This is an optimization exercise on Yosys and OpenROAD, whose aim is small area and a short achievable clock period, not a production implementation. RTL that was checked went through simulation tests only; none was proved equivalent to the original. No functional check of the RTL was part of run 3. Power figures rest on the tool's default switching activity, not on a simulated workload.

## standard.sh

```bash
#!/bin/bash
# synth_recipe.tcl (not shown) runs the flow's synth.tcl, then flattens the netlist and writes it again
# the make line also repeats each setting of config.mk as NAME=value (left out here)
make -C /OpenROAD-flow-scripts/flow DESIGN_CONFIG=/design/flow/config.mk WORK_HOME=/design/flow/orfs CLKGATE_MAP_FILE= SYNTH_SCRIPT=/design/flow/synth_recipe.tcl "${@:-finish}"
```

## constraint.sdc

```tcl
create_clock -name core_clock -period 110.0 [get_ports {clk}]
set_input_delay 22.0000 -clock core_clock [delete_from_list [all_inputs] [get_ports {clk}]]
set_output_delay 22.0000 -clock core_clock [all_outputs]
set_load 0.01 [all_outputs]
```

## design.v

```verilog
module enc_filter (
    input  wire       clk,
    input  wire       load,     
    input  wire       step,     
    input  wire [7:0] y,        
    input  wire       in,
    output reg        out_q,
    output wire       qual      
);
    reg  [7:0] run_q;
    wire       diff = in ^ out_q;
    wire       at_n = (run_q == y);
    assign qual = step && diff && at_n;
    wire [7:0] run_inc;
    wire       run_co;
    enc_inc #(.W(8)) u_inc (.a(run_q), .ci(1'b1), .s(run_inc), .co(run_co));
    always @(posedge clk) begin
        if (load) begin
            out_q <= in;
            run_q <= 8'd0;
        end else if (step) begin
            if (qual)
                out_q <= in;
            if (!diff || at_n)
                run_q <= 8'd0;
            else
                run_q <= run_inc;
        end
    end
endmodule
module enc_rca #(parameter W = 8) (
    input  wire [W-1:0] a,
    input  wire [W-1:0] b,
    input  wire         ci,
    output wire [W-1:0] s,
    output wire         co
);
    wire [W:0] c;
    assign c[0] = ci;
    genvar i;
    generate
        for (i = 0; i < W; i = i + 1) begin : g_bit
            wire p = a[i] ^ b[i];
            assign s[i]   = p ^ c[i];
            assign c[i+1] = (a[i] & b[i]) | (p & c[i]);
        end
    endgenerate
    assign co = c[W];
endmodule
module enc_dstep #(parameter W = 9) (
    input  wire [W-2:0] r,
    input  wire [W-1:0] d,
    input  wire         hz,      
    output wire         b,
    output wire [W-1:0] rn
);
    wire [W-1:0] t = {r, 1'b0};
    wire [W-1:0] s;
    wire         co;
    enc_rca #(.W(W)) u_sub (.a(t), .b(~d), .ci(1'b1), .s(s), .co(co));
    assign b  = hz & co;
    assign rn = b ? s : t;
endmodule
module enc_inc #(parameter W = 8) (
    input  wire [W-1:0] a,
    input  wire         ci,
    output wire [W-1:0] s,
    output wire         co
);
    wire [W:0] c;
    assign c[0] = ci;
    genvar i;
    generate
        for (i = 0; i < W; i = i + 1) begin : g_bit
            assign s[i]   = a[i] ^ c[i];
            assign c[i+1] = a[i] & c[i];
        end
    endgenerate
    assign co = c[W];
endmodule
module enc_top (
    input  wire        clk,
    input  wire        rst,           
    input  wire        en,            
    input  wire [7:0]  filt_n,        
    input  wire        invert,        
    input  wire        enc_a,
    input  wire        enc_b,
    input  wire        clr_unc,       
    output reg  [47:0] count,         
    output wire [55:0] p256,          
    output wire        fwd,           
    output wire        still,         
    output wire [23:0] deff,          
    output reg  [23:0] delta,         
    output reg         uncertain,     
    output reg  [23:0] ill_count      
);
    localparam [23:0] M24 = 24'hFFFFFF;
    genvar i;
    reg  [7:0] n_q;
    wire [7:0] nm1_n;
    wire       n_zero;
    enc_inc #(.W(8)) u_nm1 (.a(~n_q), .ci(1'b1), .s(nm1_n), .co(n_zero));
    wire [7:0] y = n_zero ? 8'd0 : ~nm1_n;
    reg  en_q;
    wire load = en && !en_q;
    wire step = en && en_q;
    wire fa, fb, qa, qb;
    enc_filter u_fa (.clk(clk), .load(load), .step(step), .y(y),
                     .in(enc_a), .out_q(fa), .qual(qa));
    enc_filter u_fb (.clk(clk), .load(load), .step(step), .y(y),
                     .in(enc_b), .out_q(fb), .qual(qb));
    reg  dir_known, rev_q, after_ill, valid, dmax;
    wire fwd_a    = !(fa ^ fb) ^ invert;             
    wire same_a   = fwd_a ^ rev_q;                   
    wire known    = !after_ill && dir_known;
    wire illegal  = qa && qb;
    wire legal    = qa ^ qb;
    wire step_fwd = qa ? fwd_a : !fwd_a;
    wire good     = known && (qa ? same_a : !same_a);
    wire vedge    = legal && good;
    reg  [23:0] g_q;
    wire [24:0] g_inc;
    enc_inc #(.W(24)) u_ginc (.a(g_q), .ci(1'b1), .s(g_inc[23:0]), .co(g_inc[24]));
    wire [23:0] g_nxt = g_inc[24] ? M24 : g_inc[23:0];
    reg  [23:0] m_q;
    wire [24:0] m_inc;
    enc_inc #(.W(24)) u_minc (.a(m_q), .ci(1'b1), .s(m_inc[23:0]), .co(m_inc[24]));
    reg  [7:0] tk_s;
    reg  [8:0] tk_t;
    reg  [7:0] tb_s;
    reg  [8:0] tb_t;
    always @(*) begin
        case (g_inc[3:0])
            4'd2:  begin tb_s = 8'd128; tb_t = 9'd0;  end
            4'd3:  begin tb_s = 8'd85;  tb_t = 9'd1;  end
            4'd4:  begin tb_s = 8'd64;  tb_t = 9'd0;  end
            4'd5:  begin tb_s = 8'd51;  tb_t = 9'd1;  end
            4'd6:  begin tb_s = 8'd42;  tb_t = 9'd4;  end
            4'd7:  begin tb_s = 8'd36;  tb_t = 9'd4;  end
            4'd8:  begin tb_s = 8'd32;  tb_t = 9'd0;  end
            4'd9:  begin tb_s = 8'd28;  tb_t = 9'd4;  end
            4'd10: begin tb_s = 8'd25;  tb_t = 9'd6;  end
            4'd11: begin tb_s = 8'd23;  tb_t = 9'd3;  end
            4'd12: begin tb_s = 8'd21;  tb_t = 9'd4;  end
            4'd13: begin tb_s = 8'd19;  tb_t = 9'd9;  end
            4'd14: begin tb_s = 8'd18;  tb_t = 9'd4;  end
            4'd15: begin tb_s = 8'd17;  tb_t = 9'd1;  end
            4'd0:  begin tb_s = 8'd16;  tb_t = 9'd0;  end
            default: begin tb_s = 8'd255; tb_t = 9'd1; end
        endcase
    end
    wire       tk_small = (g_inc[24:4] == 21'd0) || (g_inc[24:0] == 25'd16);
    wire [8:0] tk_d;
    wire       tk_ge;
    enc_rca #(.W(9)) u_tkd (.a(tk_t), .b(~{1'b0, tk_s}), .ci(1'b1),
                            .s(tk_d), .co(tk_ge));
    wire [8:0] tk_w;
    wire       tk_wc;
    enc_rca #(.W(9)) u_tkw (.a(tk_d), .b(g_inc[8:0]), .ci(1'b0),
                            .s(tk_w), .co(tk_wc));
    wire [7:0] tk_sm1_n;
    wire       tk_sm1_c;
    enc_inc #(.W(8)) u_tks (.a(~tk_s), .ci(1'b1), .s(tk_sm1_n), .co(tk_sm1_c));
    wire [7:0] tk_s_n = tk_small ? tb_s : (tk_ge ? tk_s : ~tk_sm1_n);
    wire [8:0] tk_t_n = tk_small ? tb_t : (tk_ge ? tk_d : tk_w);
    wire [24:0] g_p2;
    assign g_p2[0] = g_q[0];
    enc_inc #(.W(23)) u_gp2 (.a(g_q[23:1]), .ci(1'b1), .s(g_p2[23:1]), .co(g_p2[24]));
    wire [2:0]  d1_q;
    wire [10:0] d1_r;
    enc_div1 u_d1 (.y(y), .d(g_p2), .q(d1_q), .r(d1_r));
    reg  [2:0]  p1_q;
    reg  [10:0] p1_r;
    wire [2:0]  d2_q;
    wire [13:0] d2_r;
    enc_div2 u_d2 (.r_in(p1_r), .d(g_inc), .q(d2_q), .r(d2_r));
    reg  [5:0]  p2_q;
    reg  [13:0] p2_r;
    wire [1:0]  d3_q;
    wire [15:0] dv_r;
    enc_div3 u_d3 (.r_in(p2_r), .d({1'b0, g_q}), .q(d3_q), .r(dv_r));
    wire [7:0]  dv_q   = {p2_q, d3_q};
    wire        dv_big = |g_q[23:16];
    wire [7:0]  dsat_s;
    wire        dsat_c;
    enc_rca #(.W(8)) u_dsat (.a(y), .b(~g_q[7:0]), .ci(1'b1),
                             .s(dsat_s), .co(dsat_c));
    wire        dv_sat = ~|g_q[23:8] & dsat_c;
    reg  [7:0]  frac_q;      
    reg         fz_q;        
    reg         ovf_q;       
    reg  [23:0] rem_q;
    reg  [7:0]  st_s;
    reg  [8:0]  st_t;
    wire [8:0]  rs_lo;
    wire        rs_c;
    enc_rca #(.W(9)) u_rsl (.a(rem_q[8:0]), .b(st_t), .ci(1'b0),
                            .s(rs_lo), .co(rs_c));
    wire [15:0] rs_hi;
    enc_inc #(.W(15)) u_rsh (.a(rem_q[23:9]), .ci(rs_c), .s(rs_hi[14:0]), .co(rs_hi[15]));
    wire [24:0] rsum  = {rs_hi, rs_lo};
    wire [24:0] rsub;
    wire        rc;
    enc_rca #(.W(25)) u_rsb (.a(rsum), .b(~{1'b0, delta}), .ci(1'b1),
                             .s(rsub), .co(rc));
    wire [7:0]  qs;
    wire        qc;
    enc_rca #(.W(8)) u_qs (.a(frac_q), .b(st_s), .ci(rc), .s(qs), .co(qc));
    always @(posedge clk) begin
        en_q  <= en;
        n_q   <= filt_n;
        g_q   <= g_nxt;
        tk_s  <= tk_s_n;
        tk_t  <= tk_t_n;
        p1_q  <= d1_q;
        p1_r  <= d1_r;
        p2_q  <= {p1_q, d2_q};
        p2_r  <= d2_r;
        if (ovf_q) begin
            if (!m_inc[24])
                m_q <= m_inc[23:0];
        end else begin
            frac_q <= qc ? 8'd255 : qs;
            fz_q   <= qc | (|qs);
            ovf_q  <= qc;
            rem_q  <= rc ? rsub[23:0] : rsum[23:0];
        end
        if (step && legal) begin
            g_q  <= 24'd1;
            tk_s <= 8'd255;
            tk_t <= 9'd1;
        end
        if (step && illegal)
            after_ill <= 1'b1;
        else if (step && legal)
            after_ill <= 1'b0;
        if (step && vedge) begin
            delta <= g_q;
            dmax  <= &g_q;
            m_q   <= dv_sat ? {16'd0, y} : g_q;
            ovf_q <= dv_sat;
            if (dv_sat || y == 8'd0) begin
                frac_q <= dv_sat ? 8'd255 : 8'd0;
                fz_q   <= dv_sat;
                rem_q  <= 24'd0;
            end else if (y == 8'd1) begin
                frac_q <= tk_s;
                fz_q   <= |tk_s;
                rem_q  <= {15'd0, tk_t};
            end else begin
                frac_q <= dv_big ? 8'd0 : dv_q;
                fz_q   <= !dv_big && (|dv_q);
                rem_q  <= {8'd0, dv_big ? {y, 8'd0} : dv_r};
            end
            st_s <= tk_s;
            st_t <= tk_t;
        end
        if (rst) begin
            en_q      <= 1'b0;
            dir_known <= 1'b0;
            rev_q     <= 1'b0;
            valid     <= 1'b0;
            delta     <= 24'd0;
            count     <= 48'd0;
            uncertain <= 1'b0;
            ill_count <= 24'd0;
        end else begin
            if (clr_unc)
                uncertain <= 1'b0;
            if (load) begin
                dir_known <= 1'b0;
                rev_q     <= 1'b0;
                valid     <= 1'b0;
            end else if (step) begin
                if (illegal) begin
                    uncertain <= 1'b1;
                    if (!ill_inc[24])
                        ill_count <= ill_inc[23:0];
                end else if (legal) begin
                    count     <= step_fwd ? c_p1 : count ^ c_dn;
                    valid     <= good;
                    dir_known <= 1'b1;
                    rev_q     <= !step_fwd;
                end
            end
        end
    end
    wire [24:0] ill_inc;
    enc_inc #(.W(24)) u_ill (.a(ill_count), .ci(1'b1), .s(ill_inc[23:0]), .co(ill_inc[24]));
    wire [47:0] c_p1;
    wire        c_p1c;
    enc_inc #(.W(48)) u_cp1 (.a(count),  .ci(1'b1), .s(c_p1),  .co(c_p1c));
    wire [47:0] c_dn;
    assign c_dn[0] = 1'b1;
    generate
        for (i = 1; i < 48; i = i + 1) begin : g_cdn
            assign c_dn[i] = ~|count[i-1:0];
        end
    endgenerate
    wire        fon  = valid && !dmax;
    wire [7:0]  frac = fon ? frac_q : 8'd0;
    wire [8:0]  fo;
    assign fo[0] = 1'b0;
    generate
        for (i = 0; i < 8; i = i + 1) begin : g_neg
            assign fo[i+1] = fo[i] | frac[i];
        end
    endgenerate
    wire [7:0]  plo = frac ^ ({8{rev_q}} & fo[7:0]);
    wire        dec = rev_q && fon && fz_q;
    wire [47:0] chi = count ^ ({48{dec}} & c_dn);
    assign fwd  = !rev_q;
    assign p256 = {chi, plo};
    assign still = !fon || rev_q;
    assign deff  = still ? 24'd0 : m_q;
endmodule
module enc_div1 (
    input  wire [7:0]  y,
    input  wire [24:0] d,
    output wire [2:0]  q,
    output wire [10:0] r
);
    wire hz11 = ~|d[24:11];           
    wire hz10 = hz11 & ~d[10];
    wire hz9  = hz10 & ~d[9];
    wire [8:0]  r0;
    wire [9:0]  r1;
    enc_dstep #(.W(9))  u0 (.r(y),  .d(d[8:0]),  .hz(hz9),  .b(q[2]), .rn(r0));
    enc_dstep #(.W(10)) u1 (.r(r0), .d(d[9:0]),  .hz(hz10), .b(q[1]), .rn(r1));
    enc_dstep #(.W(11)) u2 (.r(r1), .d(d[10:0]), .hz(hz11), .b(q[0]), .rn(r));
endmodule
module enc_div2 (
    input  wire [10:0] r_in,
    input  wire [24:0] d,
    output wire [2:0]  q,
    output wire [13:0] r
);
    wire hz14 = ~|d[24:14];           
    wire hz13 = hz14 & ~d[13];
    wire hz12 = hz13 & ~d[12];
    wire [11:0] r0;
    wire [12:0] r1;
    enc_dstep #(.W(12)) u0 (.r(r_in), .d(d[11:0]), .hz(hz12), .b(q[2]), .rn(r0));
    enc_dstep #(.W(13)) u1 (.r(r0),   .d(d[12:0]), .hz(hz13), .b(q[1]), .rn(r1));
    enc_dstep #(.W(14)) u2 (.r(r1),   .d(d[13:0]), .hz(hz14), .b(q[0]), .rn(r));
endmodule
module enc_div3 (
    input  wire [13:0] r_in,
    input  wire [24:0] d,
    output wire [1:0]  q,
    output wire [15:0] r
);
    wire hz16 = ~|d[24:16];           
    wire hz15 = hz16 & ~d[15];
    wire [14:0] r0;
    enc_dstep #(.W(15)) u0 (.r(r_in), .d(d[14:0]), .hz(hz15), .b(q[1]), .rn(r0));
    enc_dstep #(.W(16)) u1 (.r(r0),   .d(d[15:0]), .hz(hz16), .b(q[0]), .rn(r));
endmodule
```

## config.mk

```make
export PLATFORM = sky130hd
export DESIGN_NAME = enc_top
export DESIGN_NICKNAME = enc_top
export VERILOG_FILES = /design/flow/design.v
export SDC_FILE = /design/flow/constraint.sdc
export NUM_CORES = 4
export LEC_CHECK = 0
export CAP_MARGIN = 20
export CORE_MARGIN = 2
export CORE_UTILIZATION = 40
export SLEW_MARGIN = 20
```

## flow/run.sh

```bash
#!/bin/bash
# The standard layout, with plain buffers on the ports instead of the
# delay cell buffer_ports picks by default, and a clock tree of smaller
# buffers without dummy loads. Each tool's output goes to its own log
# here; ORFS keeps its step logs under orfs/logs.
set -euo pipefail
export BUFFER_PORTS_ARGS="-buffer_cell sky130_fd_sc_hd__buf_2"
export CTS_ARGS="-sink_clustering_enable -repair_clock_nets -dont_use_dummy_load -buf_list sky130_fd_sc_hd__clkbuf_8 -sink_clustering_size 16 -sink_clustering_max_diameter 60"
export SETUP_SLACK_MARGIN=85
bash standard.sh > standard.log 2>&1
```

==> out/results.tsv, run 1 <==
stage	metric	value	unit
worst_hold_path	min_path_type	reg2reg	
power_and_ir_drop	seqPwrFrac	37.1	%
sta	fmax	0.03955	GHz
sta	slew_headroom	23.37	%
grt	grt_pass1_wl	93090	um
worst_hold_path	hold_depth	0	
sta	fin_setup_tns	0	ns
clocking	cts_sinks	279	
grt	grt_overflow	0	
final_layout	drive_gt1_share	17.80	%
clocking	cts_tree	done	
die	io_pins	194	
clocking	clock_path_buffers	3	
die	die_y	229.7	um
routing	post_drt_wl_per_cell	19.99	um
power_and_ir_drop	power.switching	0.1495	mW
sta	rsz0062_at_grt	true	
worst_setup_path	critical_path_class	reg2out	
routing	route.vias.total	16550	
routing	ant_nets	0	
sta	worstMarginPinSlew	1.147	ns
clocking	root_buffer	clkbuf_8	
clocking	cts_buffers	29	
final_layout	final_common_cell	ha_1	
sta	maxSlewViolCount	0	
die	die_w	229.7	um
run_status	status	finished clean	
power_and_ir_drop	power_density	15.25	mW/mm^2
final_layout	fin_util	46.15	%
routing	routed-wl-met3	3467	um
grt	grt_usage	22.13	%
worst_setup_path	worstPathArrival	3.28	ns
worst_setup_path	endpoint_kind	primary output	
die	initial_core_util	40.54	%
final_layout	nets	2659	
power_and_ir_drop	p_comb_share	46.1	%
sta	hold_viol	0	
synthesis	seq_area_frac_synth	31.19	%
placed_design	place.detailed.hpwl	44470	um
clocking	insertion_delay	0.63	ns
synthesis	async_reset_ff_share	0	%
placed_design	globalplace.congestion	0.9163	
routing	dr.first_iter.drc_count	1288	
power_and_ir_drop	p_sw_share	42.25	%
synthesis	synth_edf_count	77	
synthesis	synthFlopType	dfxtp_1	
die	core	0.05027	mm^2
flow_run	timing.max_cap.violations	0	
routing	drc	0	
worst_setup_path	critPathLaunchType	flop	
synthesis	yosysUniqueCellTypes	74	
routing	post_drt_via_cell_ratio	5.572	
power_and_ir_drop	intPower	0.2043	mW
sta	layout_worst_path_cycle_share	22.98	%
synthesis	synth_seq_cells	279	
routing	wl_met1	26160	um
synthesis	avgSynthCellArea	9.537	um^2
grt	antenna_found_initial	1	
power_and_ir_drop	ir_drop	9.859	uV
routing	finalWirelength	59390	um
power_and_ir_drop	pwr-share-clk	16.8	%
sta	setup_viol	0	
worst_setup_path	crit_path_max_fanout	3	
routing	top_layer	met4	
die	dieArea	0.05277	mm^2
grt	grt_max_degree	85	
power_and_ir_drop	leakagePower	10.79	nW
synthesis	yosysWarnings	2	
clocking	cts.reportedPaths.clkPinSlew	0.10	ns
worst_setup_path	reg2reg_from	g_q[1]$_SDFF_PP0_	
synthesis	synth_area	0.02038	mm^2
worst_hold_path	hp-start	p1_q[1]$_DFF_P_	
synthesis	syn_inst	2137	
sta	fin_skew	0.03795	ns
sta	min_period	25.28	ns
clocking	htree_levels	1	
routing	wl_met2	27980	um
synthesis	syn_nets	2496	
worst_setup_path	cp_data_required_time	88.00	ns
final_layout	areaGrowthSynthToFinish	13.85	%
final_layout	final_cell_mix	ha_1 (203), dfxtp_1 (191), buf_2 (191), inv_1 (187), nand2_1 (170)	
worst_setup_path	rr_worst_depth	60	
die	num_rows	82	
worst_setup_path	startpoint	count[0]$_SDFFE_PP0P_	
placed_design	io_buffers	193	
routing	firstDrtPassIters	5	
grt	first_global_vias	16230	
[power by group through the flow]
stage               Sequential (mW)  Clock (mW)  Combinational, mW
floorplan                     0.125           0              0.122
global placement              0.133           0              0.155
detailed placement            0.133           0              0.162
CTS                           0.131      0.0610              0.163
global route                  0.132      0.0649              0.189
finish                        0.131      0.0596              0.163
[final cells by class]
class / instances / area, um^2
diodes: 1 / 2.502
clock buffers: 29 / 399.1
fillers: 4766 / 27070
inverters: 190 / 718.2
multi-input cells: 1537 / 13290
flip-flops and latches: 279 / 6377
well taps: 672 / 840.8
repair buffers: 263 / 1573
[metal layers]
layer  track usage (%)  vias to the layer above
met2             36.35                      552
met1             30.57                     8124
li1                  -                     7771
met3             2.827                      106
met4             6.391                        0
met5                 0                        -
[worst max-delay path, cell delays in order, from the launching register on]
cell and delay (ns):
dfxtp_4 0.35, inv_4 0.06, ha_4 0.11, or3b_4 0.39, or4_4 0.48, nor4_4 0.22
nand3_2 0.13, or2_4 0.28, or3_4 0.36, xnor2_2 0.14, buf_2 0.15
[synth_stat cells, drive strengths merged (45+ instances only)]
| master | n | share of area (%) |
|---|---|---|
| dfxtp | 202 | 20 |
| a21oi | 104 | 2.6 |
| nand3 | 66 | 1.6 |
| inv | 190 | 3.5 |
| nor2 | 132 | 2.4 |
| clkbuf | 110 | 2.0 |
| nand2 | 180 | 3.3 |
| o21ai | 104 | 2.6 |
| xnor2 | 45 | 1.9 |
| mux2i | 138 | 6.8 |
| edfxtp | 77 | 11 |
| ha | 205 | 13 |
| fa | 139 | 14 |
[sequential cells by signal (all words and copies together) (netlist names), 9 cells and up]
| name | cells |
|---|---|
| m_q | 24 |
| p2_r | 14 |
| count | 48 |
| tk_t | 9 |
| ill_count | 24 |
| p1_r | 11 |
| rem_q | 24 |
| g_q | 24 |
| st_t | 9 |
| delta | 24 |
[kinds of logic after synthesis]
logic type / Yosys count / synth area share (%)
adder cells (fa/ha/maj): 344 / 26.24
XOR/XNOR: 72 / 3.229
buffers and inverters: 321 / 6.029
multiplexers: 148 / 7.331
AND/OR/NAND/NOR: 600 / 14.75
flip-flops: 279 / 31.19
AO/OA/AOI/OAI: 373 / 11.23
[final timing paths]
path                     end  slack (ns)
max                 p256[37]       84.72
min          p2_q[4]$_DFF_P_        0.31
max reg2reg  p2_r[4]$_DFF_P_       91.47
min reg2reg  p2_q[4]$_DFF_P_        0.31
[metrics by stage]
step           power, mW  worst slack (ns)  hold slack [ns]  cells  instance area, um^2
6_report          0.3539             84.72           0.3063   2971                23200
5_1_grt           0.3855             84.60           0.3132   2971                23200
4_1_cts           0.3549             84.70           0.3114   2951                22780
3_5_place_dp      0.2954             83.92           0.3225   2894                21900
3_3_place_gp      0.2880             84.02           0.3191   2894                21900
2_1_floorplan     0.2478             85.01           0.3096   2137                20390
[repair_timing]
item / in CTS / in global routing
hold buffers: 0 / 0
resized for setup: 69 / 57
setup buffers: 28 / 18
pin swaps: 18 / 23
endpoints found under the setup margin: 89 / 73
==> inputs of run 2 (changes only) <==
--- a/flow/run.sh
+++ b/flow/run.sh
@@ -6,5 +6,4 @@
 set -euo pipefail
 export BUFFER_PORTS_ARGS="-buffer_cell sky130_fd_sc_hd__buf_2"
 export CTS_ARGS="-sink_clustering_enable -repair_clock_nets -dont_use_dummy_load -buf_list sky130_fd_sc_hd__clkbuf_8 -sink_clustering_size 16 -sink_clustering_max_diameter 60"
-export SETUP_SLACK_MARGIN=85
 bash standard.sh > standard.log 2>&1
==> run 2 against run 1 <==
Final area fell by 3.8%. First-iteration DRC count fell by 20%. Final cell count fell by 1.5%. Die area did not move. Total power rose by 0.23%. Clock skew rose by 0.10 ns. Critical path type unchanged. Global-route usage fell by 0.15 points. Register-to-register slack got worse by 0.06 ns. Critical path depth did not move.
==> out/results.tsv, run 2 <==
stage	metric	value	unit
clocking	htree_levels	1	
routing	finalWirelength	58230	um
synthesis	seq_area_frac_synth	31.19	%
worst_setup_path	critPathMaxStageDelay	0.68	ns
die	dieArea	0.05277	mm^2
final_layout	largest_register	count	
die	die_w	229.7	um
synthesis	yosysWarnings	2	
worst_setup_path	path_buf_inv	3	
die	io_pins	194	
sta	min_period	26.12	ns
placed_design	place.detailed.hpwl	44430	um
worst_setup_path	worstPathArrival	4.12	ns
synthesis	avgSynthCellArea	9.537	um^2
clocking	cts.reportedPaths.clkPinSlew	0.09	ns
sta	layout_worst_path_cycle_share	23.75	%
placed_design	globalplace.congestion	0.9019	
routing	post_drt_wl_per_cell	19.91	um
synthesis	synth_area	0.02038	mm^2
routing	route.vias.total	16150	
clocking	root_buffer	clkbuf_8	
grt	grt_pass1_wl	92140	um
worst_hold_path	min_path_type	reg2reg	
routing	drc	0	
clocking	cts_buffers	30	
sta	fmax	0.03829	GHz
routing	ant_nets	0	
sta	fin_skew	0.1429	ns
worst_setup_path	critPathLaunchType	flop	
sta	hold_viol	0	
synthesis	syn_nets	2496	
routing	dr.first_iter.drc_count	1033	
synthesis	ys_top_cells_by_count	ha_1 (205), dfxtp_1 (202), inv_1 (190)	
synthesis	yosysMostFrequentCell	ha_1	
die	initial_core_util	40.54	%
worst_setup_path	cpLargestDelayFamily	simple AND/OR/NAND/NOR gates	
die	core	0.05027	mm^2
final_layout	final_cell_mix	ha_1 (205), dfxtp_1 (202), buf_2 (193), inv_1 (189), nand2_1 (180)	
die	die_y	229.7	um
clocking	cts_tree	done	
placed_design	io_buffers	193	
clocking	cts_sinks	279	
worst_setup_path	path_cells	nand3_1 > inv_1 > buf_4 > nand2_1 > nor4_4 > nand3_1 > or2_1 > or3_1 > xnor2_1 > buf_2	
sta	worstMarginPinSlew	1.191	ns
flow_run	timing.max_cap.violations	0	
clocking	cts_hold_buf	0	
final_layout	areaGrowthSynthToFinish	9.523	%
worst_setup_path	cp_data_required_time	88.00	ns
worst_setup_path	critical_path_class	reg2out	
clocking	cts_resized	0	
clocking	postCtsSetupRepairBufs	0	
grt	first_global_vias	16120	
final_layout	nets	2613	
power_and_ir_drop	power_density	15.89	mW/mm^2
synthesis	async_reset_ff_share	0	%
final_layout	largest_register_ffs	48	
power_and_ir_drop	leakagePower	10.38	nW
grt	antenna_found_initial	1	
synthesis	synthTopCellsByArea	dfxtp_1 (20%), fa_1 (14%), ha_1 (13%)	
worst_setup_path	critPathSlowestCell	dfxtp_1	
clocking	clock_path_buffers	3	
sta	fin_setup_tns	0	ns
sta	setup_viol	0	
die	num_rows	82	
run_status	status	finished clean	
synthesis	synthFlopType	dfxtp_1	
synthesis	synth_edf_count	77	
synthesis	synth_top_area_cell	dfxtp_1	
worst_setup_path	endpoint_kind	primary output	
synthesis	netlist.area_leader.share	19.84	%
synthesis	synth_seq_cells	279	
grt	grt_overflow	0	
final_layout	fin_util	44.40	%
sta	rsz0062_at_grt	false	
synthesis	syn_inst	2137	
clocking	insertion_delay	0.69	ns
sta	slew_headroom	20.43	%
sta	maxSlewViolCount	0	
worst_setup_path	worst_path_most_repeated_cell	nand3_1	
final_layout	drive_gt1_share	12.70	%
power_and_ir_drop	ir_drop	10.57	uV
worst_setup_path	crit_path_max_fanout	14	
grt	grt_max_degree	85	
grt	grt_usage	21.98	%
final_layout	final_common_cell	ha_1	
routing	firstDrtPassIters	5	
routing	post_drt_via_cell_ratio	5.521	
synthesis	yosysUniqueCellTypes	74	
-- run 2: cell counts after synthesis --
Identical to the previous run, type by type.
-- run 2: kinds of logic after synthesis --
family	share of synthesized area, %
compound gates	11.23
buf+inv	6.029
flops	31.19
simple gates	14.75
fa+ha+maj	26.24
mux	7.331
xor+xnor	3.229
-- run 2: worst paths after layout --
path	from	to	slack, ns	cells after the start
setup / recovery	rev_q$_SDFFE_PP0P_	p256[37]	83.88	10
hold / removal	p1_q[2]$_DFF_P_	p2_q[5]$_DFF_P_	0.32	0
setup reg to reg	g_q[2]$_SDFF_PP0_	p2_r[3]$_DFF_P_	91.41	45
hold reg to reg	p1_q[2]$_DFF_P_	p2_q[5]$_DFF_P_	0.32	0
-- run 2: cell type report --
| cell class | instances | area, um^2 |
|---|---|---|
| Fill cell | 4836 | 27950 |
| Timing Repair Buffer | 216 | 1139 |
| Clock buffer | 30 | 412.9 |
| Inverter | 190 | 713.2 |
| Sequential cell | 279 | 6356 |
| Antenna cell | 1 | 2.502 |
| Multi-Input combinational cell | 1537 | 12860 |
| Tap cell | 672 | 840.8 |
-- run 2: layer usage --
metal | vias to the layer above | part of all wire, % | global-route usage (%)
met3 | 124 | 5.5 | 2.914
met4 | 0 | 4.0 | 7.903
met5 | - | 0 | 0
met1 | 7875 | 44 | 30.04
li1 | 7677 | - | -
met2 | 473 | 46 | 35.69
-- run 2: through the flow --
step	hold slack, ns	power, mW	worst slack [ns]	area, um^2	std cells
floorplan	0.3096	0.2478	84.92	20380	2137
global placement	0.3157	0.2881	83.95	21890	2894
detailed placement	0.3154	0.2957	83.78	21900	2894
CTS	0.3203	0.3566	83.80	22320	2924
global route	0.3173	0.3867	83.55	22320	2925
finish	0.3191	0.3547	83.88	22320	2925
-- run 2: worst register-to-register path, delay by kind of cell (launching register included) --
kind	cells	cell delay, ns
XOR/XNOR	1	0.17
AND/OR/NAND/NOR	4	1.98
adder cells (fa/ha/maj)	34	14.30
multiplexers	1	0.59
AO/OA/AOI/OAI	2	0.30
flip-flops	1	0.66
buffers and inverters	3	0.50
-- run 2: power breakdown --
| group | switching (mW) | internal [mW] | total [mW] |
|---|---|---|---|
| Clock | 0.0365 | 0.0240 | 0.0605 |
| Combinational | 0.0960 | 0.0667 | 0.163 |
| Sequential | 0.0170 | 0.114 | 0.132 |
| Total | 0.150 | 0.205 | 0.355 |
==> inputs of run 3 (changes only) <==
--- a/design.v
+++ b/design.v
@@ -241,10 +241,9 @@
             dmax  <= &g_q;
             m_q   <= dv_sat ? {16'd0, y} : g_q;
             ovf_q <= dv_sat;
-            if (dv_sat || y == 8'd0) begin
-                frac_q <= dv_sat ? 8'd255 : 8'd0;
-                fz_q   <= dv_sat;
-                rem_q  <= 24'd0;
+            if (dv_sat) begin
+                frac_q <= 8'd255;
+                fz_q   <= 1'b1;
             end else if (y == 8'd1) begin
                 frac_q <= tk_s;
                 fz_q   <= |tk_s;
@@ -279,7 +278,7 @@
                     if (!ill_inc[24])
                         ill_count <= ill_inc[23:0];
                 end else if (legal) begin
-                    count     <= step_fwd ? c_p1 : count ^ c_dn;
+                    count     <= step_fwd ? c_p1 : c_m1;
                     valid     <= good;
                     dir_known <= 1'b1;
                     rev_q     <= !step_fwd;
@@ -310,7 +309,8 @@
     endgenerate
     wire [7:0]  plo = frac ^ ({8{rev_q}} & fo[7:0]);
     wire        dec = rev_q && fon && fz_q;
-    wire [47:0] chi = count ^ ({48{dec}} & c_dn);
+    wire [47:0] c_m1 = count ^ c_dn;
+    wire [47:0] chi  = dec ? c_m1 : count;
     assign fwd  = !rev_q;
     assign p256 = {chi, plo};
     assign still = !fon || rev_q;
==> run 3 against run 2 <==
Still clean. Sequential cell count did not move. Global-route usage barely moved. Sequential share of layout area fell by 0.87 points. Synthesized cell count rose by 1.7%. Combinational power fell by 2%. Setup slack improved by 0.37 ns. Clock power rose by 8.1%. Critical path depth fell by 2. Final area fell by 0.75%. Register-to-register slack improved by 0.91 ns. Non-clock buffer count rose by 1. Count of clock-buffer cells in the layout rose by 4. Critical path type unchanged.
==> out/results.tsv, run 3 <==
stage	metric	value	unit
run_status	status	finished clean	
final_layout	largest_register_ffs	48	
worst_setup_path	crit_path_max_fanout	10	
sta	maxSlewViolCount	0	
clocking	insertion_delay	0.61	ns
final_layout	fin_area	0.02215	mm^2
synthesis	synthTopCellsByArea	dfxtp_1 (22%), fa_1 (14%), ha_1 (13%)	
synthesis	syn_inst	2173	
grt	grt_max_degree	83	
sta	hold_viol	0	
routing	ant_nets	0	
grt	grt_usage	21.95	%
clocking	postCtsSetupRepairBufs	0	
synthesis	yosysWarnings	2	
synthesis	yosysUniqueCellTypes	72	
grt	grt_overflow	0	
sta	slew_headroom	36.86	%
synthesis	ys_top_cells_by_count	dfxtp_1 (226), ha_1 (204), nor2_1 (184)	
clocking	cts_sinks	279	
routing	post_drt_via_cell_ratio	5.436	
final_layout	nFillCells	4860	
sta	fin_setup_tns	0	ns
sta	layout_worst_path_cycle_share	23.41	%
final_layout	largest_register	count	
clocking	root_buffer	clkbuf_8	
final_layout	final_common_cell	dfxtp_1	
final_layout	nets	2655	
final_layout	final_cell_mix	dfxtp_1 (226), ha_1 (204), buf_2 (192), nor2_1 (183), inv_1 (179)	
final_layout	drive_gt1_share	12.46	%
routing	finalWirelength	56820	um
die	io_pins	194	
clocking	clock_path_buffers	3	
worst_setup_path	worstPathArrival	3.75	ns
worst_setup_path	critPathLaunchType	flop	
die	dieArea	0.05209	mm^2
synthesis	async_reset_ff_share	0	%
final_layout	instances_no_fill	2969	
routing	firstDrtPassIters	5	
worst_hold_path	min_path_type	reg2reg	
sta	holdWs	0.3036	ns
clocking	cts_resized	0	
sta	fin_skew	0.1017	ns
routing	route.vias.total	16140	
clocking	htree_levels	2	
synthesis	yosysMostFrequentCell	dfxtp_1	
synthesis	synthFlopType	dfxtp_1	
routing	dr.first_iter.drc_count	1005	
worst_setup_path	endpoint_kind	primary output	
synthesis	netlist.area_leader.share	22.49	%
sta	rsz0062_at_grt	false	
clocking	cts.reportedPaths.clkPinSlew	0.08	ns
clocking	cts_buffers	34	
sta	setup_ws	84.25	ns
synthesis	avgSynthCellArea	9.256	um^2
placed_design	place.detailed.hpwl	43190	um
grt	antenna_found_initial	2	
grt	first_global_vias	16060	
clocking	cts_tree	done	
die	die_w	228.2	um
grt	grt_pass1_wl	91450	um
sta	worstMarginPinSlew	0.9444	ns
power_and_ir_drop	power	0.3540	mW
die	initial_core_util	40.34	%
sta	setup_viol	0	
synthesis	synth_top_area_cell	dfxtp_1	
placed_design	dpl_worst_slack	83.88	ns
routing	drc	0	
synthesis	synth_seq_cells	279	
die	core	0.04986	mm^2
placed_design	dp_cells	2933	
flow_run	timing.max_cap.violations	0	
final_layout	areaGrowthSynthToFinish	10.14	%
sta	fmax	0.03884	GHz
power_and_ir_drop	ir_drop	9.455	uV
power_and_ir_drop	leakagePower	10.39	nW
routing	post_drt_wl_per_cell	19.14	um
placed_design	placed_cell_area	0.02167	mm^2
synthesis	synth_area	0.02011	mm^2
worst_setup_path	critical_path_class	reg2out	
clocking	cts_hold_buf	0	
placed_design	io_buffers	193	
die	die_y	228.2	um
die	num_rows	82	
power_and_ir_drop	power_density	15.98	mW/mm^2
sta	min_period	25.75	ns
final_layout	fin_util	44.43	%
worst_setup_path	cp_data_required_time	88.00	ns
placed_design	globalplace.congestion	0.8721	
synthesis	seq_area_frac_synth	30.41	%
synthesis	synth_edf_count	53	
synthesis	syn_nets	2531	
run 3: cell count changes after synthesis, sizes merged, moves of 16 or more:
cell / before / now
edfxtp: 77 / 53
dfxtp: 202 / 226
o22ai: 23 / 4
nor2: 132 / 184
o21ai: 104 / 87
mux2i: 138 / 102
a211oi: 12 / 28
a21oi: 104 / 135
run 3: area by class of cell:
cell class	instances	area, um^2	share of cell area, %
clock buffer	34	467.9	2.112
antenna	2	5.005	0.02259
inverter	181	679.4	3.067
multi-input combinational	1584	12890	58.21
timing repair buffer	217	1149	5.185
sequential	279	6116	27.61
tap	672	840.8	3.796
run 3: critical path, stage by stage (launching register included):
cell and delay (ns):
dfxtp_1 0.41, nor4_1 0.68, and3_1 0.42, nand4_1 0.22, or4_1 0.58, or2_2 0.35, nor3_1 0.19, xor2_1 0.15
buf_2 0.14
run 3: per-layer routing:
layer / global-route usage [%] / vias to the layer above / share of wire [%]
met5: 0 / - / 0
met4: 6.761 / 0 / 2.5
met3: 2.838 / 87 / 4.4
met2: 35.28 / 414 / 46
met1: 30.75 / 7845 / 47
li1: - / 7792 / -
run 3: logic make-up (layout without fill, tap and decap cells):
group                      after synthesis  count (layout)  synth area share (%)
adders and majority gates              343             343                 26.53
buffers and inverters                  310             432                 5.910
DFF                                    279             279                 30.41
AOI/OAI and AO/OA                      414             414                 12.93
muxes                                  109             109                 5.468
other                                    0               2                     0
xor gates and xnor gates                73              73                 3.310
and+or+nand+nor                        645             645                 15.45
run 3: path summary, 6_finish.rpt:
| path | startpoint | endpoint | slack [ns] | cells past startpoint |
|---|---|---|---|---|
| setup / recovery | count[19]$_SDFFE_PP0P_ | p256[55] | 84.25 | 8 |
| hold / removal | p1_q[0]$_DFF_P_ | p2_q[3]$_DFF_P_ | 0.30 | 0 |
| setup reg to reg | g_q[1]$_SDFF_PP0_ | p2_r[1]$_DFF_P_ | 92.32 | 61 |
| hold reg to reg | p1_q[0]$_DFF_P_ | p2_q[3]$_DFF_P_ | 0.30 | 0 |
run 3: power by group:
part	total [mW]	leakage, nW	switching, mW	internal (mW)
sequential	0.130	2.36	0.0162	0.113
clock	0.0654	0.244	0.0378	0.0276
combinational	0.159	7.79	0.0943	0.0646
total	0.354	10.4	0.148	0.206
==> inputs of run 4 (changes only) <==
--- a/design.v
+++ b/design.v
@@ -3,28 +3,34 @@
     input  wire       load,     
     input  wire       step,     
     input  wire [7:0] y,        
+    input  wire       y_zero,   
     input  wire       in,
     output reg        out_q,
     output wire       qual      
 );
     reg  [7:0] run_q;
+    reg        at_n_q;          
     wire       diff = in ^ out_q;
-    wire       at_n = (run_q == y);
-    assign qual = step && diff && at_n;
+    assign qual = step && diff && at_n_q;
     wire [7:0] run_inc;
     wire       run_co;
     enc_inc #(.W(8)) u_inc (.a(run_q), .ci(1'b1), .s(run_inc), .co(run_co));
+    wire       inc_at_n = (run_inc == y);
     always @(posedge clk) begin
         if (load) begin
-            out_q <= in;
-            run_q <= 8'd0;
+            out_q  <= in;
+            run_q  <= 8'd0;
+            at_n_q <= y_zero;
         end else if (step) begin
             if (qual)
                 out_q <= in;
-            if (!diff || at_n)
-                run_q <= 8'd0;
-            else
-                run_q <= run_inc;
+            if (!diff || at_n_q) begin
+                run_q  <= 8'd0;
+                at_n_q <= y_zero;
+            end else begin
+                run_q  <= run_inc;
+                at_n_q <= inc_at_n;
+            end
         end
     end
 endmodule
@@ -103,13 +109,14 @@
     wire       n_zero;
     enc_inc #(.W(8)) u_nm1 (.a(~n_q), .ci(1'b1), .s(nm1_n), .co(n_zero));
     wire [7:0] y = n_zero ? 8'd0 : ~nm1_n;
+    wire       y_zero = (n_q[7:1] == 7'd0);
     reg  en_q;
     wire load = en && !en_q;
     wire step = en && en_q;
     wire fa, fb, qa, qb;
-    enc_filter u_fa (.clk(clk), .load(load), .step(step), .y(y),
+    enc_filter u_fa (.clk(clk), .load(load), .step(step), .y(y), .y_zero(y_zero),
                      .in(enc_a), .out_q(fa), .qual(qa));
-    enc_filter u_fb (.clk(clk), .load(load), .step(step), .y(y),
+    enc_filter u_fb (.clk(clk), .load(load), .step(step), .y(y), .y_zero(y_zero),
                      .in(enc_b), .out_q(fb), .qual(qb));
     reg  dir_known, rev_q, after_ill, valid, dmax;
     wire fwd_a    = !(fa ^ fb) ^ invert;             
==> run 4 against run 3 <==
Critical path type unchanged. Synthesized area hardly changed. Total power grew 0.18%. Final area is essentially flat. Synthesized cell count up 1.2%. Still clean on timing, DRC and antenna. Highest routed layer unchanged.
==> out/results.tsv, run 4 <==
stage	metric	value	unit
run_status	status	finished clean	
clocking	cts_hold_buf	0	
final_layout	nets	2689	
grt	grt_usage	21.72	%
power_and_ir_drop	ir_drop	11.31	uV
flow_run	timing.max_cap.violations	0	
sta	worstMarginPinSlew	1.130	ns
grt	top_usage_layer	met2	
synthesis	yosysWarnings	2	
synthesis	synth_top_area_cell	dfxtp_1	
routing	post_drt_wl_per_cell	19.19	um
worst_setup_path	cp_data_required_time	88.00	ns
worst_setup_path	critPathLaunchType	flop	
grt	grt_overflow	0	
routing	route.vias.total	16450	
sta	setup_viol	0	
sta	fin_skew	0.06831	ns
clocking	htree_levels	1	
clocking	cts_tree	done	
routing	post_drt_via_cell_ratio	5.480	
grt	grt_util_met1	30.71	%
die	die_y	228.2	um
sta	maxSlewViolCount	0	
synthesis	yosysUniqueCellTypes	66	
synthesis	async_reset_ff_share	0	%
worst_setup_path	worstPathArrival	4.08	ns
synthesis	syn_nets	2558	
final_layout	largest_register_ffs	48	
sta	slew_headroom	24.38	%
synthesis	ys_top_cells_by_count	nand2_1 (279), dfxtp_1 (226), ha_1 (204)	
final_layout	drive_gt1_share	12.37	%
sta	fmax	0.03834	GHz
synthesis	synth_area	0.02010	mm^2
final_layout	largest_register	count	
worst_setup_path	crit_path_max_fanout	16	
clocking	insertion_delay	0.65	ns
clocking	clock_path_buffers	3	
power_and_ir_drop	power_density	16.01	mW/mm^2
worst_setup_path	startpoint	count[0]$_SDFFE_PP0P_	
worst_hold_path	min_path_type	reg2reg	
grt	grt_pass1_wl	90210	um
routing	drc	0	
synthesis	synthTopCellsByArea	dfxtp_1 (23%), fa_1 (14%), ha_1 (13%)	
grt	first_global_vias	15700	
sta	fin_setup_tns	0	ns
clocking	cts_sinks	281	
die	dieArea	0.05206	mm^2
synthesis	netlist.area_leader.share	22.51	%
clocking	cts_resized	0	
synthesis	synthFlopType	dfxtp_1	
synthesis	seq_area_frac_synth	30.72	%
worst_setup_path	endpoint_kind	primary output	
synthesis	synth_edf_count	55	
worst_hold_path	hp-start	p1_q[0]$_DFF_P_	
sta	rsz0062_at_grt	false	
routing	firstDrtPassIters	5	
grt	grt_max_degree	63	
sta	hold_viol	0	
final_layout	final_cell_mix	nand2_1 (279), dfxtp_1 (226), ha_1 (204), buf_2 (192), inv_1 (170)	
placed_design	io_buffers	193	
die	initial_core_util	40.31	%
power_and_ir_drop	leakagePower	10.15	nW
clocking	root_buffer	clkbuf_8	
grt	met3_usage	2.938	%
worst_setup_path	critical_path_class	reg2out	
final_layout	areaGrowthSynthToFinish	10.16	%
grt	antenna_found_initial	0	
synthesis	avgSynthCellArea	9.137	um^2
grt	met2_usage	34.39	%
power_and_ir_drop	power	0.3546	mW
routing	finalWirelength	57600	um
synthesis	synth_seq_cells	281	
clocking	cts_buffers	30	
die	io_pins	194	
sta	layout_worst_path_cycle_share	23.71	%
final_layout	final_common_cell	nand2_1	
clocking	cts.reportedPaths.clkPinSlew	0.09	ns
die	num_rows	82	
placed_design	place.detailed.hpwl	44180	um
routing	dr.first_iter.drc_count	1161	
synthesis	yosysMostFrequentCell	nand2_1	
sta	min_period	26.08	ns
worst_setup_path	reg2reg_from	g_q[0]$_SDFF_PP1_	
clocking	postCtsSetupRepairBufs	0	
placed_design	globalplace.congestion	0.8717	
routing	ant_nets	0	
synthesis	syn_inst	2200	
die	die_w	228.2	um
die	core	0.04986	mm^2
[run 4: worst paths after layout]
kind | depth (start not counted) | slack, ns | to
hold / removal | 0 | 0.33 | p2_q[3]$_DFF_P_
hold reg to reg | 0 | 0.33 | p2_q[3]$_DFF_P_
setup / recovery | 9 | 83.92 | p256[45]
setup reg to reg | 61 | 92.41 | p2_r[8]$_DFF_P_
[run 4: layout make-up]
type                            instances  area, um^2
Fill cell                            4819       27720
Multi-Input combinational cell       1625       12880
Sequential cell                       281        6176
Timing Repair Buffer                  220        1182
Tap cell                              672       840.8
Inverter                              173       649.4
Clock buffer                           30       412.9
Antenna cell                            1       2.502
[run 4: worst max-delay path: stages, from the launching register on]
cell     delay (ns)
dfxtp_1        0.35
inv_1          0.10
ha_1           0.17
nor3b_1        0.44
nand3_1        0.55
or4_4          0.79
nor3_1         0.49
nand2_1        0.21
xnor2_1        0.20
buf_2          0.16
[run 4: cell families after synthesis]
kind of cell	Yosys count	share of synthesized area (%)
mux	125	6.330
buf+inv	294	5.577
compound gates	399	11.99
fa+ha+maj	343	26.54
simple gates	689	15.83
xor+xnor	69	3.006
flops	281	30.72
[run 4: report_power, final]
part | leakage (nW) | switching, mW | internal [mW]
clock network | 0.216 | 0.0360 | 0.0240
registers | 2.38 | 0.0174 | 0.115
logic | 7.55 | 0.0957 | 0.0662
[run 4: through the flow]
| stage | worst slack (ns) | std cells | utilization [%] | cell area [um^2] | hold slack (ns) |
|---|---|---|---|---|---|
| floorplan | 84.99 | 2200 | - | 20100 | 0.3096 |
| global placement | 83.84 | 2969 | 43.53 | 21700 | 0.3184 |
| detailed placement | 83.71 | 2970 | 43.55 | 21710 | 0.3165 |
| CTS | 83.91 | 3000 | 44.38 | 22130 | 0.3329 |
| global route | 83.65 | 3001 | 44.41 | 22140 | 0.3478 |
| finish | 83.92 | 3002 | 44.41 | 22150 | 0.3317 |
[run 4: metal layers]
layer  vias to the layer above  routed length [um]
met1                      7921               25930
met3                       104                3701
met2                       580               26160
li1                       7845                   -
met4                         0                1805
met5                         -                   0
==> inputs of run 5 (changes only) <==
--- a/flow/run.sh
+++ b/flow/run.sh
@@ -6,4 +6,5 @@
 set -euo pipefail
 export BUFFER_PORTS_ARGS="-buffer_cell sky130_fd_sc_hd__buf_2"
 export CTS_ARGS="-sink_clustering_enable -repair_clock_nets -dont_use_dummy_load -buf_list sky130_fd_sc_hd__clkbuf_8 -sink_clustering_size 16 -sink_clustering_max_diameter 60"
+export SETUP_SLACK_MARGIN=84.6
 bash standard.sh > standard.log 2>&1
==> run 5 against run 4 <==
Sequential power about the same. Core utilization increased by 0.50 points. Final cell count increased by 0.30%. Critical path type unchanged. Largest cell class unchanged. Highest routed layer unchanged.
==> out/results.tsv, run 5 <==
stage	metric	value	unit
synthesis	synthFlopType	dfxtp_1	
worst_setup_path	rrSetupSlack	92.36	ns
worst_setup_path	critical_path_class	reg2out	
sta	layout_worst_path_cycle_share	23.05	%
die	core	0.04986	mm^2
worst_setup_path	path_cells	or4_4 > or3_4 > or4_4 > or3_4 > nor4_4 > xor2_1 > buf_2	
worst_setup_path	critPathLaunchType	flop	
sta	setup_ws	84.64	ns
die	dieArea	0.05206	mm^2
synthesis	synth_edf_count	55	
worst_hold_path	hold_end	p2_q[3]$_DFF_P_	
synthesis	async_reset_ff_share	0	%
sta	setup_viol	0	
power_and_ir_drop	ir_drop	11.32	uV
sta	min_period	25.36	ns
routing	firstDrtPassIters	6	
synthesis	yosysUniqueCellTypes	66	
clocking	cts.reportedPaths.clkPinSlew	0.07	ns
clocking	clock_path_buffers	3	
synthesis	yosysMostFrequentCell	nand2_1	
worst_setup_path	critPathSlowestCell	or4_4	
grt	grt_usage	21.81	%
synthesis	synthTopCellsByArea	dfxtp_1 (23%), fa_1 (14%), ha_1 (13%)	
placed_design	globalplace.congestion	0.8717	
synthesis	synth_area	0.02010	mm^2
sta	fin_setup_tns	0	ns
synthesis	seq_area_frac_synth	30.72	%
clocking	root_buffer	clkbuf_8	
routing	drc	0	
synthesis	synth_seq_cells	281	
sta	worstMarginPinSlew	1.135	ns
final_layout	areaGrowthSynthToFinish	11.41	%
clocking	htree_levels	1	
grt	grt_overflow	0	
grt	grt_pass1_wl	90600	um
routing	dr.first_iter.drc_count	1248	
synthesis	yosysWarnings	2	
final_layout	final_common_cell	nand2_1	
final_layout	seq_area	0.006182	mm^2
run_status	status	finished clean	
routing	finalWirelength	58040	um
final_layout	multi_input_area	0.01304	mm^2
worst_setup_path	rr_worst_depth	61	
routing	post_drt_via_cell_ratio	5.478	
worst_setup_path	critPathMaxStageDelay	0.61	ns
grt	antenna_found_initial	0	
clocking	cts_buffers	30	
die	die_w	228.2	um
flow_run	timing.max_cap.violations	0	
sta	fin_skew	0.06774	ns
clocking	cts_tree	done	
clocking	cts_sinks	281	
synthesis	syn_nets	2558	
final_layout	drive_gt1_share	13.81	%
sta	maxSlewViolCount	0	
die	io_pins	194	
grt	grt_max_degree	63	
synthesis	synth_top_area_cell	dfxtp_1	
routing	route.vias.total	16490	
sta	rsz0062_at_grt	true	
sta	slew_headroom	24.06	%
die	initial_core_util	40.31	%
worst_setup_path	cp_data_required_time	88.00	ns
power_and_ir_drop	power	0.3557	mW
worst_setup_path	endpoint_kind	primary output	
worst_hold_path	min_path_type	reg2reg	
worst_setup_path	reg2reg_from	g_q[0]$_SDFF_PP1_	
synthesis	ys_top_cells_by_count	nand2_1 (279), dfxtp_1 (226), ha_1 (204)	
sta	hold_viol	0	
synthesis	netlist.area_leader.share	22.51	%
clocking	insertion_delay	0.65	ns
worst_setup_path	path_buf_inv	1	
final_layout	final_cell_mix	nand2_1 (277), dfxtp_1 (221), ha_1 (204), buf_2 (192), inv_1 (170)	
power_and_ir_drop	power_density	15.88	mW/mm^2
sta	fmax	0.03943	GHz
power_and_ir_drop	leakagePower	10.25	nW
synthesis	syn_inst	2200	
placed_design	dpl_worst_slack	83.71	ns
final_layout	nets	2699	
worst_setup_path	worstPathArrival	3.36	ns
placed_design	io_buffers	193	
final_layout	nFillCells	4812	
die	num_rows	82	
routing	ant_nets	0	
worst_hold_path	hp-start	p1_q[0]$_DFF_P_	
worst_setup_path	crit_path_max_fanout	8	
worst_hold_path	hold_depth	0	
grt	first_global_vias	15760	
routing	post_drt_wl_per_cell	19.28	um
worst_setup_path	reg2reg_to	p2_r[8]$_DFF_P_	
die	die_y	228.2	um
worst_setup_path	cpLargestDelayFamily	simple AND/OR/NAND/NOR gates	
final_layout	largest_register	count	
final_layout	n_antenna_cell	0	
placed_design	place.detailed.hpwl	44180	um
synthesis	avgSynthCellArea	9.137	um^2
final_layout	largest_register_ffs	48	
run 5: what timing repair did:
item	CTS	global route
pin swaps	3	5
hold buffers	0	0
endpoints found under the setup margin	31	32
buffers inserted	2	8
gates resized for setup	15	20
run 5: metrics by stage:
stage | hold WS, ns | utilization (%) | cell area, um^2 | std cells
finish | 0.3319 | 44.91 | 22400 | 3011
global route | 0.3478 | 44.91 | 22400 | 3011
CTS | 0.3329 | 44.57 | 22230 | 3002
detailed placement | 0.3165 | 43.55 | 21710 | 2970
global placement | 0.3184 | 43.53 | 21700 | 2969
floorplan | 0.3096 | - | 20100 | 2200
run 5: logic make-up after synthesis:
kind of cell               synth area share, %
and+or+nand+nor                          15.83
AOI/OAI and AO/OA                        11.99
adders and majority gates                26.54
buffers and inverters                    5.577
DFF                                      30.72
muxes                                    6.330
xor gates and xnor gates                 3.006
run 5: worst reg2reg max path, delay by kind of cell (launching register included):
kind / cells / cell delay (ns)
AOI/OAI and AO/OA: 3 / 0.41
xor gates and xnor gates: 1 / 0.13
adders and majority gates: 46 / 14.02
buffers and inverters: 4 / 0.90
DFF: 1 / 0.36
muxes: 1 / 0.23
and+or+nand+nor: 6 / 1.49
run 5: layout make-up:
cell class	instances	share of cell area, %
inverter	173	2.922
timing repair buffer	230	5.671
tap	672	3.754
sequential	281	27.60
multi-input combinational	1625	58.20
clock buffer	30	1.844
run 5: metal layers:
metal	routed length, um	GRT usage (%)	vias to the layer above
met5	0	0	-
met4	1807	6.904	0
met3	3649	3.025	103
met2	26500	34.71	565
met1	26090	30.66	7951
li1	-	-	7875
run 5: how the worst max path moves through the flow:
stage	slack (ns)	end	cells past startpoint	from
floorplan	84.99	m_q[0]$_DFFE_PP_	11	enc_b
global placement	83.84	m_q[6]$_DFFE_PP_	12	en
detailed placement	83.71	m_q[3]$_DFFE_PP_	13	enc_b
CTS	84.59	p256[55]	7	count[17]$_SDFFE_PP0P_
global route	84.56	p256[46]	8	count[12]$_SDFFE_PP0P_
finish	84.64	p256[55]	7	count[13]$_SDFFE_PP0P_
run 5: report_power, final:
group | switching (mW) | internal (mW) | leakage [nW]
clock | 0.0362 | 0.0240 | 0.216
sequential | 0.0174 | 0.115 | 2.39
combinational | 0.0960 | 0.0668 | 7.64
==> inputs of run 6 (changes only) <==
--- a/design.v
+++ b/design.v
@@ -173,8 +173,10 @@
     wire [7:0] tk_s_n = tk_small ? tb_s : (tk_ge ? tk_s : ~tk_sm1_n);
     wire [8:0] tk_t_n = tk_small ? tb_t : (tk_ge ? tk_d : tk_w);
     wire [24:0] g_p2;
+    wire        gp2_c;
     assign g_p2[0] = g_q[0];
-    enc_inc #(.W(23)) u_gp2 (.a(g_q[23:1]), .ci(1'b1), .s(g_p2[23:1]), .co(g_p2[24]));
+    enc_inc #(.W(10)) u_gp2 (.a(g_q[10:1]), .ci(1'b1), .s(g_p2[10:1]), .co(gp2_c));
+    assign g_p2[24:11] = {13'd0, gp2_c | (|g_q[23:11])};
     wire [2:0]  d1_q;
     wire [10:0] d1_r;
     enc_div1 u_d1 (.y(y), .d(g_p2), .q(d1_q), .r(d1_r));
@@ -189,7 +191,6 @@
     wire [15:0] dv_r;
     enc_div3 u_d3 (.r_in(p2_r), .d({1'b0, g_q}), .q(d3_q), .r(dv_r));
     wire [7:0]  dv_q   = {p2_q, d3_q};
-    wire        dv_big = |g_q[23:16];
     wire [7:0]  dsat_s;
     wire        dsat_c;
     enc_rca #(.W(8)) u_dsat (.a(y), .b(~g_q[7:0]), .ci(1'b1),
@@ -256,9 +257,9 @@
                 fz_q   <= |tk_s;
                 rem_q  <= {15'd0, tk_t};
             end else begin
-                frac_q <= dv_big ? 8'd0 : dv_q;
-                fz_q   <= !dv_big && (|dv_q);
-                rem_q  <= {8'd0, dv_big ? {y, 8'd0} : dv_r};
+                frac_q <= dv_q;
+                fz_q   <= |dv_q;
+                rem_q  <= {8'd0, dv_r};
             end
             st_s <= tk_s;
             st_t <= tk_t;
==> run 6 against run 5 <==
Final cell count down 1.0%. Global-route usage down 1.2 points. Total power down 6.8%. Via count down 3.9%. Combinational power down 13%. Die area down 1.1%. Wire length down 8.9%. Non-clock buffer count down 12. Clock skew up 0.043 ns. Final area down 2.5%. Critical endpoint is now p256[41]. Largest power group unchanged.
==> out/results.tsv, run 6 <==
stage	metric	value	unit
sta	holdWs	0.3403	ns
worst_setup_path	cp_data_required_time	88.00	ns
clocking	cts_tree	done	
final_layout	largest_register_ffs	48	
routing	post_drt_via_cell_ratio	5.316	
synthesis	yosysUniqueCellTypes	71	
power_and_ir_drop	intPower	0.1986	mW
die	io_pins	194	
final_layout	largest_register	count	
clocking	clock_path_buffers	3	
sta	slew_headroom	33.47	%
synthesis	synth_area	0.01987	mm^2
sta	fmax	0.03973	GHz
synthesis	synth_top_area_cell	dfxtp_1	
clocking	cts_sinks	281	
final_layout	fin_util	44.61	%
final_layout	drive_gt1_share	13.25	%
synthesis	ys_top_cells_by_count	nand2_1 (293), dfxtp_1 (226), ha_1 (191)	
die	dieArea	0.05147	mm^2
routing	drc	0	
placed_design	place.detailed.hpwl	39780	um
routing	dr.first_iter.drc_count	1004	
die	num_rows	81	
synthesis	yosysMostFrequentCell	nand2_1	
power_and_ir_drop	p_comb_share	42.5	%
die	core	0.04895	mm^2
clocking	cts.reportedPaths.clkPinSlew	0.09	ns
placed_design	placed_cell_area	0.02135	mm^2
final_layout	nets	2664	
synthesis	synth_seq_cells	281	
worst_setup_path	path_cells	nor3_2 > nand4_1 > nor3_4 > nor4b_1 > ha_1 > nand2_1 > xnor2_1 > buf_2	
synthesis	netlist.area_leader.share	22.77	%
worst_setup_path	cpLargestDelayFamily	simple AND/OR/NAND/NOR gates	
power_and_ir_drop	seqPwrFrac	39.4	%
worst_setup_path	critPathSlowestCell	dfxtp_1	
power_and_ir_drop	p_sw_share	40.07	%
power_and_ir_drop	power_density	15.18	mW/mm^2
sta	hold_viol	0	
sta	rsz0062_at_grt	false	
worst_setup_path	endpoint_kind	primary output	
power_and_ir_drop	pwr-share-clk	18.1	%
sta	setup_ws	84.83	ns
worst_setup_path	critPathMaxStageDelay	0.40	ns
worst_setup_path	worstPathArrival	3.17	ns
synthesis	synthTopCellsByArea	dfxtp_1 (23%), fa_1 (14%), ha_1 (12%)	
synthesis	synthFlopType	dfxtp_1	
grt	grt_usage	20.57	%
synthesis	seq_area_frac_synth	31.08	%
synthesis	avgSynthCellArea	9.060	um^2
final_layout	instances_no_fill	2981	
clocking	cts_buffers	30	
synthesis	yosysWarnings	2	
power_and_ir_drop	power	0.3314	mW
final_layout	final_cell_mix	nand2_1 (293), dfxtp_1 (226), buf_2 (192), ha_1 (191), inv_1 (173)	
final_layout	areaGrowthSynthToFinish	9.906	%
routing	finalWirelength	52870	um
clocking	htree_levels	1	
sta	fin_skew	0.1105	ns
synthesis	syn_inst	2193	
routing	post_drt_wl_per_cell	17.73	um
worst_setup_path	crit_path_max_fanout	8	
power_and_ir_drop	leakagePower	10.54	nW
final_layout	n_antenna_cell	0	
placed_design	dp_cells	2950	
worst_setup_path	critical_path_class	reg2out	
worst_hold_path	hp-start	p1_q[1]$_DFF_P_	
power_and_ir_drop	ir_drop	8.235	uV
routing	ant_nets	0	
placed_design	io_buffers	193	
sta	min_period	25.17	ns
final_layout	final_common_cell	nand2_1	
clocking	insertion_delay	0.67	ns
placed_design	globalplace.congestion	0.8603	
routing	firstDrtPassIters	5	
placed_design	dpl_worst_slack	83.53	ns
grt	antenna_found_initial	0	
power_and_ir_drop	power.switching	0.1328	mW
sta	worstMarginPinSlew	0.9943	ns
run_status	status	finished clean	
clocking	root_buffer	clkbuf_8	
flow_run	timing.max_cap.violations	0	
die	die_y	226.9	um
synthesis	async_reset_ff_share	0	%
final_layout	fin_area	0.02184	mm^2
sta	maxSlewViolCount	0	
grt	grt_max_degree	84	
synthesis	synth_edf_count	55	
worst_hold_path	min_path_type	reg2reg	
worst_setup_path	path_buf_inv	1	
clocking	postCtsSetupRepairBufs	0	
worst_setup_path	reg2reg_from	g_q[1]$_SDFF_PP0_	
routing	route.vias.total	15850	
grt	first_global_vias	15510	
sta	setup_viol	0	
die	die_w	226.9	um
grt	grt_overflow	0	
sta	fin_setup_tns	0	ns
synthesis	syn_nets	2538	
worst_setup_path	critPathLaunchType	flop	
worst_setup_path	startpoint	count[8]$_SDFFE_PP0P_	
sta	layout_worst_path_cycle_share	22.88	%
grt	grt_pass1_wl	84720	um
die	initial_core_util	40.59	%
run 6: worst register-to-register path, delay by kind of cell, from the launching register on:
kind / cells / cell delay (ns)
DFF: 1 / 0.84
adders and majority gates: 35 / 14.20
buffers and inverters: 4 / 0.88
xor gates and xnor gates: 1 / 0.12
AOI/OAI and AO/OA: 3 / 0.33
and+or+nand+nor: 8 / 1.43
run 6: logic make-up (layout without fill, tap and decap cells):
group | count (synthesis) | after routing | synth area share [%]
multiplexers | 95 | 95 | 5.013
buffers and inverters | 298 | 422 | 5.875
flip-flops | 281 | 281 | 31.08
XOR/XNOR | 73 | 73 | 3.256
AND/OR/NAND/NOR | 720 | 720 | 16.95
adder cells (fa/ha/maj) | 330 | 330 | 26.03
AO/OA/AOI/OAI | 396 | 396 | 11.79
run 6: timing repair:
| item | 4_1_cts | 5_1_grt |
|---|---|---|
| setup endpoints to repair | 47 | 24 |
| gates resized for setup | 5 | 6 |
| pin swaps | 0 | 1 |
| hold buffers | 0 | 0 |
run 6: path summary, 6_finish.rpt:
kind / to / slack (ns) / cells past startpoint
hold reg to reg: p2_q[4]$_DFF_P_ / 0.34 / 0
hold / removal: p2_q[4]$_DFF_P_ / 0.34 / 0
setup / recovery: p256[41] / 84.83 / 8
setup reg to reg: p2_r[1]$_DFF_P_ / 92.07 / 51
run 6: area by class of cell:
type / instances / area [um^2]
fill: 4808 / 27110
multi-input combinational: 1614 / 12590
sequential: 281 / 6176
timing repair buffer: 218 / 1160
tap: 664 / 830.8
inverter: 174 / 665.6
clock buffer: 30 / 412.9
run 6: power groups by stage:
stage               Sequential, mW  Combinational [mW]  Clock (mW)
floorplan                    0.125               0.112           0
global placement             0.133               0.136           0
detailed placement           0.133               0.141           0
CTS                          0.130               0.141      0.0624
global route                 0.132               0.165      0.0655
finish                       0.130               0.141      0.0601
run 6: metal layers:
metal / GRT usage (%) / vias up / share of wire (%)
li1: - / 7736 / -
met1: 29.13 / 7703 / 47
met2: 33.38 / 350 / 46
met3: 2.786 / 58 / 5.3
met4: 4.414 / 0 / 2.0
met5: 0 / - / 0
==> inputs of run 7 (changes only) <==
--- a/flow/run.sh
+++ b/flow/run.sh
@@ -4,7 +4,7 @@
 # buffers without dummy loads. Each tool's output goes to its own log
 # here; ORFS keeps its step logs under orfs/logs.
 set -euo pipefail
-export BUFFER_PORTS_ARGS="-buffer_cell sky130_fd_sc_hd__buf_2"
+export BUFFER_PORTS_ARGS="-buffer_cell sky130_fd_sc_hd__buf_1"
 export CTS_ARGS="-sink_clustering_enable -repair_clock_nets -dont_use_dummy_load -buf_list sky130_fd_sc_hd__clkbuf_8 -sink_clustering_size 16 -sink_clustering_max_diameter 60"
 export SETUP_SLACK_MARGIN=84.6
 bash standard.sh > standard.log 2>&1
==> run 7 against run 6 <==
Sequential share of layout area is 0.27 points higher. Critical path depth is 2 lower. Clock skew is 0.0062 ns higher. Final area is 0.93% lower. Largest power group unchanged. First-iteration DRC count is 12% lower.
==> out/results.tsv, run 7 <==
stage	metric	value	unit
worst_setup_path	endpoint_kind	primary output	
routing	post_drt_wl_per_cell	17.58	um
run_status	status	finished clean	
worst_setup_path	rr_worst_depth	51	
routing	post_drt_via_cell_ratio	5.303	
synthesis	syn_inst	2193	
worst_setup_path	crit_path_max_fanout	32	
sta	min_period	25.19	ns
final_layout	largest_register_ffs	48	
synthesis	synth_seq_cells	281	
clocking	clock_path_buffers	3	
sta	layout_worst_path_cycle_share	22.90	%
sta	rsz0062_at_grt	true	
routing	ant_nets	0	
synthesis	async_reset_ff_share	0	%
synthesis	synth_area	0.01987	mm^2
final_layout	nets	2669	
clocking	root_buffer	clkbuf_8	
grt	grt_usage	20.49	%
sta	setup_ws	84.81	ns
placed_design	place.detailed.hpwl	39440	um
power_and_ir_drop	ir_drop	10.63	uV
die	core	0.04895	mm^2
synthesis	seq_area_frac_synth	31.08	%
clocking	htree_levels	1	
grt	antenna_found_initial	1	
grt	grt_max_degree	84	
sta	maxSlewViolCount	0	
clocking	insertion_delay	0.68	ns
routing	finalWirelength	52520	um
final_layout	fin_util	44.19	%
sta	hold_viol	0	
synthesis	synthFlopType	dfxtp_1	
sta	slew_headroom	28.09	%
die	num_rows	81	
routing	route.vias.total	15840	
grt	grt_pass1_wl	84490	um
final_layout	fin_area	0.02163	mm^2
power_and_ir_drop	leakagePower	9.740	nW
worst_hold_path	hold_depth	0	
synthesis	synthTopCellsByArea	dfxtp_1 (23%), fa_1 (14%), ha_1 (12%)	
placed_design	io_buffers	193	
final_layout	final_cell_mix	nand2_1 (293), dfxtp_1 (226), buf_1 (192), ha_1 (191)	
sta	worstMarginPinSlew	1.075	ns
clocking	cts_sinks	281	
placed_design	globalplace.congestion	0.8700	
worst_setup_path	critPathLaunchType	flop	
routing	dr.first_iter.drc_count	888	
synthesis	yosysWarnings	2	
==> run 7: final timing paths <==
kind | end | startpoint | slack [ns]
max | p256[44] | dmax$_DFFE_PP_ | 84.81
max reg2reg | p2_r[1]$_DFF_P_ | g_q[1]$_SDFF_PP0_ | 92.25
min | p2_q[5]$_DFF_P_ | p1_q[2]$_DFF_P_ | 0.33
min reg2reg | p2_q[5]$_DFF_P_ | p1_q[2]$_DFF_P_ | 0.33
==> run 7: cell type report <==
cell class / instances / area (um^2)
Clock buffer: 30 / 412.9
Inverter: 174 / 665.6
Fill cell: 4811 / 27320
Multi-Input combinational cell: 1614 / 12590
Tap cell: 664 / 830.8
Antenna cell: 1 / 2.502
Sequential cell: 281 / 6176
Timing Repair Buffer: 223 / 953.4
==> run 7: repair_timing <==
action                     4_1_cts  5_1_grt
resized for setup                6        6
setup endpoints to repair       69       29
pin swaps                        0        2
setup buffers                    0        5
hold buffers                     0        0
==> run 7: cell families after synthesis <==
logic type	after synthesis	share of synthesized area (%)
xor gates and xnor gates	73	3.256
muxes	95	5.013
AOI/OAI and AO/OA	396	11.79
adders and majority gates	330	26.03
DFF	281	31.08
and+or+nand+nor	720	16.95
buffers and inverters	298	5.875
==> run 7: stage by stage <==
| step | cells | hold WS, ns | power [mW] |
|---|---|---|---|
| floorplan | 2193 | 0.3096 | 0.2366 |
| global placement | 2951 | 0.3117 | 0.2683 |
| detailed placement | 2951 | 0.3157 | 0.2743 |
| CTS | 2981 | 0.3363 | 0.3354 |
| global route | 2987 | 0.3497 | 0.3651 |
| finish | 2987 | 0.3349 | 0.3335 |
==> run 7: critical path: stages (launching register included) <==
cell and delay (ns):
edfxtp_1 0.43, nor2b_4 0.57, and3_2 0.63, nand2_1 0.27, nor3_1 0.24, xor2_1 0.16
buf_1 0.17
==> run 7: metal layers <==
| layer | global-route usage (%) | part of all wire [%] | vias up | wire length (um) |
|---|---|---|---|---|
| li1 | - | - | 7760 | - |
| met1 | 28.93 | 47 | 7641 | 24450 |
| met2 | 32.60 | 45 | 368 | 23790 |
| met3 | 3.201 | 5.7 | 70 | 3018 |
| met4 | 5.369 | 2.4 | 0 | 1262 |
| met5 | 0 | 0 | - | 0 |
==> run 7: power breakdown <==
part / internal, mW / switching [mW] / total (mW)
Clock: 0.0240 / 0.0365 / 0.0606
Combinational: 0.0600 / 0.0825 / 0.142
Sequential: 0.115 / 0.0155 / 0.130

Setup slack of run 7, layout unchanged: 84.812 ns with ideal ports, 84.763 ns with driving cells assumed (clock clkbuf_16, inputs buf_2), 84.362 ns with port delays also shifted by the 0.675 ns mid clock arrival.
